What follows belongs to an exercise in optimizing a design on an open flow for small area, a short achievable clock period and few clock cycles; a production flow would make more cautious choices.
In this exercise RTL edits were held to simulation tests only and were not proved equivalent to the original.

==> run a: inputs <==
==> flow/design.v <==
module light_dec (
    input  wire [23:0] stored,
    output reg  [17:0] data,
    output reg  [2:0]  status
);
    localparam [2:0] ST_OK     = 3'd0;   
    localparam [2:0] ST_CHECK  = 3'd1;   
    localparam [2:0] ST_DATA   = 3'd2;   
    localparam [2:0] ST_POISON = 3'd3;   
    localparam [2:0] ST_UNCORR = 3'd4;   
    localparam [17:0] M0 = 18'h003FF;
    localparam [17:0] M1 = 18'h0FC0F;
    localparam [17:0] M2 = 18'h31C71;
    localparam [17:0] M3 = 18'h36592;
    localparam [17:0] M4 = 18'h1AAA4;
    localparam [17:0] M5 = 18'h2D348;
    wire [17:0] d = stored[17:0];
    wire [5:0]  recomputed = {^(d & M5), ^(d & M4), ^(d & M3),
                              ^(d & M2), ^(d & M1), ^(d & M0)};
    wire [5:0]  syn = stored[23:18] ^ recomputed;
    function [5:0] column(input integer bit_i);
        column = {M5[bit_i], M4[bit_i], M3[bit_i], M2[bit_i], M1[bit_i], M0[bit_i]};
    endfunction
    integer i;
    reg     hit;
    always @(*) begin
        data   = d;
        status = ST_UNCORR;
        hit    = 1'b0;
        if (syn == 6'd0) begin
            status = ST_OK;
        end else if (syn == 6'b000011) begin
            status = ST_POISON;
        end else if (syn == 6'b000001 || syn == 6'b000010 || syn == 6'b000100 ||
                     syn == 6'b001000 || syn == 6'b010000 || syn == 6'b100000) begin
            status = ST_CHECK;
        end else begin
            for (i = 0; i < 18; i = i + 1) begin
                if (syn == column(i)) begin
                    data[i] = ~d[i];
                    hit     = 1'b1;
                end
            end
            if (hit)
                status = ST_DATA;
        end
    end
endmodule
module page_codec (
    input  wire         clk,
    input  wire         rst,         
    input  wire         in_valid,
    output wire         in_ready,
    input  wire [23:0]  in_word,
    output reg          w_valid,
    output reg  [17:0]  w_data,
    output reg  [2:0]   w_status,
    output reg          pg_done,
    output wire [287:0] pg_check,    
    output wire [287:0] pg_syn,      
    output wire         pg_nz,       
    output wire [7:0]   pg_uncorr    
);
    localparam NCHK = 32;
    function [8:0] gf_mul(input [8:0] a, input [8:0] b);
        integer k;
        reg [8:0] acc, sh;
        begin
            acc = 9'd0;
            sh  = a;
            for (k = 0; k < 9; k = k + 1) begin
                if (b[k])
                    acc = acc ^ sh;
                sh = {sh[7:0], 1'b0} ^ (sh[8] ? 9'h011 : 9'h000);
            end
            gf_mul = acc;
        end
    endfunction
    function [8:0] gen_coef(input integer i);
        case (i)
             1: gen_coef = 9'h197;  2: gen_coef = 9'h02D;  3: gen_coef = 9'h008;  4: gen_coef = 9'h186;
             5: gen_coef = 9'h0DB;  6: gen_coef = 9'h1B0;  7: gen_coef = 9'h085;  8: gen_coef = 9'h143;
             9: gen_coef = 9'h19E; 10: gen_coef = 9'h1E8; 11: gen_coef = 9'h067; 12: gen_coef = 9'h0A8;
            13: gen_coef = 9'h03D; 14: gen_coef = 9'h1BD; 15: gen_coef = 9'h063; 16: gen_coef = 9'h193;
            17: gen_coef = 9'h0BA; 18: gen_coef = 9'h01C; 19: gen_coef = 9'h130; 20: gen_coef = 9'h1C9;
            21: gen_coef = 9'h1C6; 22: gen_coef = 9'h146; 23: gen_coef = 9'h09A; 24: gen_coef = 9'h036;
            25: gen_coef = 9'h1C4; 26: gen_coef = 9'h0DF; 27: gen_coef = 9'h179; 28: gen_coef = 9'h0A7;
            29: gen_coef = 9'h05E; 30: gen_coef = 9'h04B; 31: gen_coef = 9'h0BC; 32: gen_coef = 9'h04E;
            default: gen_coef = 9'h000;
        endcase
    endfunction
    function [8:0] alpha_pow(input integer j);
        integer k;
        reg [8:0] a;
        begin
            a = 9'h001;
            for (k = 0; k < j; k = k + 1)
                a = {a[7:0], 1'b0} ^ (a[8] ? 9'h011 : 9'h000);
            alpha_pow = a;
        end
    endfunction
    assign in_ready = 1'b1;
    reg  [23:0] in_r;
    reg         in_v;
    reg  [7:0]  in_idx;                    
    always @(posedge clk) begin
        in_r <= in_word;
        if (rst) begin
            in_v   <= 1'b0;
            in_idx <= 8'd0;
        end else begin
            in_v <= in_valid;
            if (in_v)
                in_idx <= (in_idx == 8'd239) ? 8'd0 : in_idx + 8'd1;
        end
    end
    wire [17:0] dec_data;
    wire [2:0]  dec_status;
    light_dec u_dec (.stored(in_r), .data(dec_data), .status(dec_status));
    reg first_word, last_word, data_word;   
    reg chk_first;                          
    reg fb_rem;                             
    reg [8:0] fb_pre_lo;                    
    reg [8:0] fb_pre;                       
    always @(posedge clk) begin
        w_data     <= dec_data;
        w_status   <= dec_status;
        fb_pre_lo  <= (in_idx < 8'd224) ? dec_data[8:0] : 9'd0;
        fb_pre     <= (in_idx < 8'd224) ? (dec_data[17:9] ^ gf_mul(dec_data[8:0], gen_coef(1))) : 9'd0;
        fb_rem     <= (in_idx != 8'd0) && (in_idx < 8'd224);
        chk_first  <= (in_idx == 8'd224);
        first_word <= (in_idx == 8'd0);
        last_word  <= (in_idx == 8'd239);
        data_word  <= (in_idx < 8'd224);
        if (rst)
            w_valid <= 1'b0;
        else
            w_valid <= in_v;
    end
    wire       accept = w_valid;
    wire [8:0] sym_lo = w_data[8:0];       
    wire [8:0] sym_hi = w_data[17:9];      
    reg  [8:0] rem     [0:NCHK-1];
    wire [8:0] rem_nxt [0:NCHK-1];
    wire [8:0] prod_lo [1:NCHK];            
    wire [8:0] prod_hi [1:NCHK];            
    reg  [8:0] rem0g;                       
    wire [8:0] fb_lo = fb_pre_lo ^ (fb_rem ? rem[0] : 9'd0);
    wire [8:0] fb_hi = fb_pre    ^ (fb_rem ? (rem[1] ^ rem0g) : 9'd0);
    genvar gi;
    generate
        for (gi = 1; gi <= NCHK; gi = gi + 1) begin : g_prod
            assign prod_lo[gi] = gf_mul(fb_lo, gen_coef(gi));
            assign prod_hi[gi] = gf_mul(fb_hi, gen_coef(gi));
        end
        wire [8:0] rem0g_nxt = gf_mul(first_word ? 9'd0 : rem[2], gen_coef(1)) ^
                               gf_mul(fb_lo, gf_mul(gen_coef(2), gen_coef(1))) ^
                               gf_mul(fb_hi, gf_mul(gen_coef(1), gen_coef(1)));
        always @(posedge clk) begin
            if (accept)
                rem0g <= rem0g_nxt;
        end
        for (gi = 0; gi < NCHK; gi = gi + 1) begin : g_enc
            if (gi < NCHK - 2) begin : g_shift
                assign rem_nxt[gi] = (first_word ? 9'd0 : rem[gi + 2]) ^
                                     prod_lo[gi + 2] ^ prod_hi[gi + 1];
            end else if (gi == NCHK - 2) begin : g_last2
                assign rem_nxt[gi] = (data_word ? 9'd0 : rem[0]) ^
                                     prod_lo[gi + 2] ^ prod_hi[gi + 1];
            end else begin : g_last
                assign rem_nxt[gi] = (data_word ? 9'd0 : rem[1]) ^ prod_hi[gi + 1];
            end
            always @(posedge clk) begin
                if (accept)
                    rem[gi] <= rem_nxt[gi];
            end
        end
        for (gi = 0; gi < NCHK / 2; gi = gi + 1) begin : g_chk_out
            assign pg_check[18*gi +: 18] = {rem[2*gi + 1], rem[2*gi]};
        end
    endgenerate
    reg  nz_acc;
    wire chk_diff = |{rem[1] ^ sym_hi, rem[0] ^ sym_lo};
    always @(posedge clk) begin
        if (accept && !data_word)
            nz_acc <= (chk_first ? 1'b0 : nz_acc) | chk_diff;
    end
    assign pg_nz = nz_acc;
    reg  [8:0] syn [0:NCHK-1];
    generate
        for (gi = 0; gi < NCHK; gi = gi + 1) begin : g_syn
            wire [8:0] s_mul = first_word ? 9'd0 : gf_mul(syn[gi], alpha_pow(2 * gi));
            wire [8:0] s_nxt = s_mul ^ gf_mul(sym_lo, alpha_pow(gi)) ^ sym_hi;
            always @(posedge clk) begin
                if (accept)
                    syn[gi] <= s_nxt;
            end
            assign pg_syn[9*gi +: 9] = syn[gi];
        end
    endgenerate
    reg  [7:0] uncorr_cnt;
    wire       is_uncorr = (w_status == 3'd4);
    always @(posedge clk) begin
        if (accept) begin
            uncorr_cnt <= (first_word ? 8'd0 : uncorr_cnt) + {7'd0, is_uncorr};
        end
        if (rst)
            pg_done <= 1'b0;
        else
            pg_done <= accept && last_word;
    end
    assign pg_uncorr = uncorr_cnt;
endmodule
==> flow/flow/run.sh <==
#!/bin/bash
# Standard ORFS layout, with every port buffered by a small, fast buffer
# (sky130_fd_sc_hd__buf_2) instead of the resizer's default choice.
set -euo pipefail
export BUFFER_PORTS_ARGS="-buffer_cell sky130_fd_sc_hd__buf_2"
export SETUP_SLACK_MARGIN=6.5
bash standard.sh > standard_flow.log 2>&1
==> flow/standard.sh <==
#!/bin/bash
# synth_recipe.tcl (not shown) runs the flow's synth.tcl, then flattens the netlist and writes it again
# the make line also repeats each setting of config.mk as NAME=value (left out here)
make -C /OpenROAD-flow-scripts/flow DESIGN_CONFIG=/design/flow/config.mk WORK_HOME=/design/flow/orfs CLKGATE_MAP_FILE= SYNTH_SCRIPT=/design/flow/synth_recipe.tcl "${@:-finish}"
==> flow/config.mk <==
export PLATFORM = sky130hd
export DESIGN_NAME = page_codec
export DESIGN_NICKNAME = page_codec
export VERILOG_FILES = /design/flow/design.v
export SDC_FILE = /design/flow/constraint.sdc
export NUM_CORES = 4
export LEC_CHECK = 0
export ABC_CLOCK_PERIOD_IN_PS = 3000
export CAP_MARGIN = 20
export CORE_MARGIN = 2
export CORE_UTILIZATION = 55
export PLACE_DENSITY = 0.7
export SLEW_MARGIN = 20
==> flow/constraint.sdc <==
create_clock -name core_clock -period 10.0 [get_ports {clk}]
set_input_delay 2.0000 -clock core_clock [delete_from_list [all_inputs] [get_ports {clk}]]
set_output_delay 2.0000 -clock core_clock [all_outputs]
set_load 0.01 [all_outputs]
==> inputs of run b, as changes to run a <==
--- a/flow/design.v
+++ b/flow/design.v
@@ -142,33 +142,44 @@
     wire [8:0] sym_hi = w_data[17:9];      
     reg  [8:0] rem     [0:NCHK-1];
+    reg  [8:0] rem0g;                       
+    reg  [8:0] fbq_lo, fbq_hi;              
     wire [8:0] rem_nxt [0:NCHK-1];
-    wire [8:0] prod_lo [1:NCHK];            
-    wire [8:0] prod_hi [1:NCHK];            
-    reg  [8:0] rem0g;                       
+    wire [8:0] rem_full [2:NCHK+1];         
     wire [8:0] fb_lo = fb_pre_lo ^ (fb_rem ? rem[0] : 9'd0);
     wire [8:0] fb_hi = fb_pre    ^ (fb_rem ? (rem[1] ^ rem0g) : 9'd0);
     genvar gi;
     generate
-        for (gi = 1; gi <= NCHK; gi = gi + 1) begin : g_prod
-            assign prod_lo[gi] = gf_mul(fb_lo, gen_coef(gi));
-            assign prod_hi[gi] = gf_mul(fb_hi, gen_coef(gi));
-        end
-        wire [8:0] rem0g_nxt = gf_mul(first_word ? 9'd0 : rem[2], gen_coef(1)) ^
+        for (gi = 2; gi < NCHK; gi = gi + 1) begin : g_full
+            if (gi < NCHK - 1) begin : g_two
+                assign rem_full[gi] = rem[gi] ^ gf_mul(fbq_lo, gen_coef(gi + 2)) ^
+                                                gf_mul(fbq_hi, gen_coef(gi + 1));
+            end else begin : g_one
+                assign rem_full[gi] = rem[gi] ^ gf_mul(fbq_hi, gen_coef(gi + 1));
+            end
+        end
+        assign rem_full[NCHK]     = 9'd0;
+        assign rem_full[NCHK + 1] = 9'd0;
+        wire [8:0] full2 = first_word ? 9'd0 : rem_full[2];
+        wire [8:0] full3 = first_word ? 9'd0 : rem_full[3];
+        assign rem_nxt[0] = full2 ^ gf_mul(fb_lo, gen_coef(2)) ^ gf_mul(fb_hi, gen_coef(1));
+        assign rem_nxt[1] = full3 ^ gf_mul(fb_lo, gen_coef(3)) ^ gf_mul(fb_hi, gen_coef(2));
+        wire [8:0] rem0g_nxt = gf_mul(full2, gen_coef(1)) ^
                                gf_mul(fb_lo, gf_mul(gen_coef(2), gen_coef(1))) ^
                                gf_mul(fb_hi, gf_mul(gen_coef(1), gen_coef(1)));
+        for (gi = 2; gi < NCHK; gi = gi + 1) begin : g_lag
+            if (gi < NCHK - 2) begin : g_shift
+                assign rem_nxt[gi] = first_word ? 9'd0 : rem_full[gi + 2];
+            end else begin : g_wrap
+                assign rem_nxt[gi] = data_word ? 9'd0 : rem[gi - (NCHK - 2)];
+            end
+        end
         always @(posedge clk) begin
-            if (accept)
-                rem0g <= rem0g_nxt;
+            if (accept) begin
+                rem0g  <= rem0g_nxt;
+                fbq_lo <= fb_lo;
+                fbq_hi <= fb_hi;
+            end
         end
         for (gi = 0; gi < NCHK; gi = gi + 1) begin : g_enc
-            if (gi < NCHK - 2) begin : g_shift
-                assign rem_nxt[gi] = (first_word ? 9'd0 : rem[gi + 2]) ^
-                                     prod_lo[gi + 2] ^ prod_hi[gi + 1];
-            end else if (gi == NCHK - 2) begin : g_last2
-                assign rem_nxt[gi] = (data_word ? 9'd0 : rem[0]) ^
-                                     prod_lo[gi + 2] ^ prod_hi[gi + 1];
-            end else begin : g_last
-                assign rem_nxt[gi] = (data_word ? 9'd0 : rem[1]) ^ prod_hi[gi + 1];
-            end
             always @(posedge clk) begin
                 if (accept)
==> flow/flow/run.sh (replaced) <==
#!/bin/bash
# Standard ORFS layout, with every port buffered by a small, fast buffer
# (sky130_fd_sc_hd__buf_1) instead of the resizer's default choice, and a
# clock tree with fewer levels.
set -euo pipefail
export BUFFER_PORTS_ARGS="-buffer_cell sky130_fd_sc_hd__buf_1"
export SETUP_SLACK_MARGIN=6.65
export CTS_ARGS="-sink_clustering_enable -repair_clock_nets -sink_clustering_size 20 -sink_clustering_max_diameter 100"
bash standard.sh > standard_flow.log 2>&1
Settings changed: CORE_UTILIZATION 55 to 40, PLACE_DENSITY 0.7 to 0.85.
==> notes.md <==
Number of DRC violations after detailed-routing iteration 0: run a 4160; run b 4582
Worst-case clock skew: run a 0.0266 ns; run b 0.0392 ns
Total of plain and repair buffers excluding clock buffers: run a 822; run b 1129
Synthesized area divided by synthesized cell count: run a 11.4 µm²; run b 11.2 µm²
Endpoint of the worst register-to-register path: run a rem[0][3]$_DFFE_PP_; run b rem[1][7]$_DFFE_PP_
Non-clk invs: run a 13; run b 32
Combined area of the multi-input logic cells: run a 28200 µm²; run b 26900 µm²
Status: run a timing/DRC/antenna clean; run b timing/DRC/antenna clean
Endpoint of the worst hold-timing path: run a pg_done$_SDFF_PP0_; run b first_word$_DFF_P_
Fraction of layout cells with a size suffix above 1: run a 23.2%; run b 16.3%
Launch point of the worst reg-to-reg path: run a rem[0][1]$_DFFE_PP_; run b fbq_lo[6]$_DFFE_PP_
# Post-CTS Setup Buffers: run a 33; run b 307
Final-layout clock buffer total: run a 97; run b 51
Post-synthesis net count: run a 4148; run b 4227
Mapped cell area: run a 47000 µm²; run b 46900 µm²
Maximum fanout along the worst path: run a 20; run b 12
Floorplan row count: run a 107; run b 125
Count of multi-input gates: run a 3273; run b 3302
Final critical delay including setup and external delays: run a 3.58 ns; run b 3.45 ns
Number of flip-flops and latches: run a 673; run b 691
Initial antenna violation count: run a 7; run b 4
Testbench counts of run a, summed over its fixed seeds: cycles 30,744.
Testbench counts of run b, summed over its fixed seeds: cycles 30,744.

==> separate check: timing with driven ports <==
No port has a modelled driver above. Below, the same layouts with a new extraction and two added sets of constraints. Step 1 assumes that a clkbuf_16 drives the clock port and a buf_2 every other input. Step 2 also shifts input and output timing later by t, the mid clock arrival at the registers, as if the neighbouring blocks saw the same clock. Three values: ideal ports, drivers, drivers and shift; two values: the first two.
| run | shift t [ns] | slack for setup (ns) | worst register clock-pin slew, ns |
|---|---|---|---|
| run a | 0.716 | 6.417 / 6.417 / 6.417 | 0.07 / 0.07 |
| run b | 0.718 | 6.551 / 6.490 / 6.551 | 0.10 / 0.10 |
After both steps every run listed still meets setup and hold.
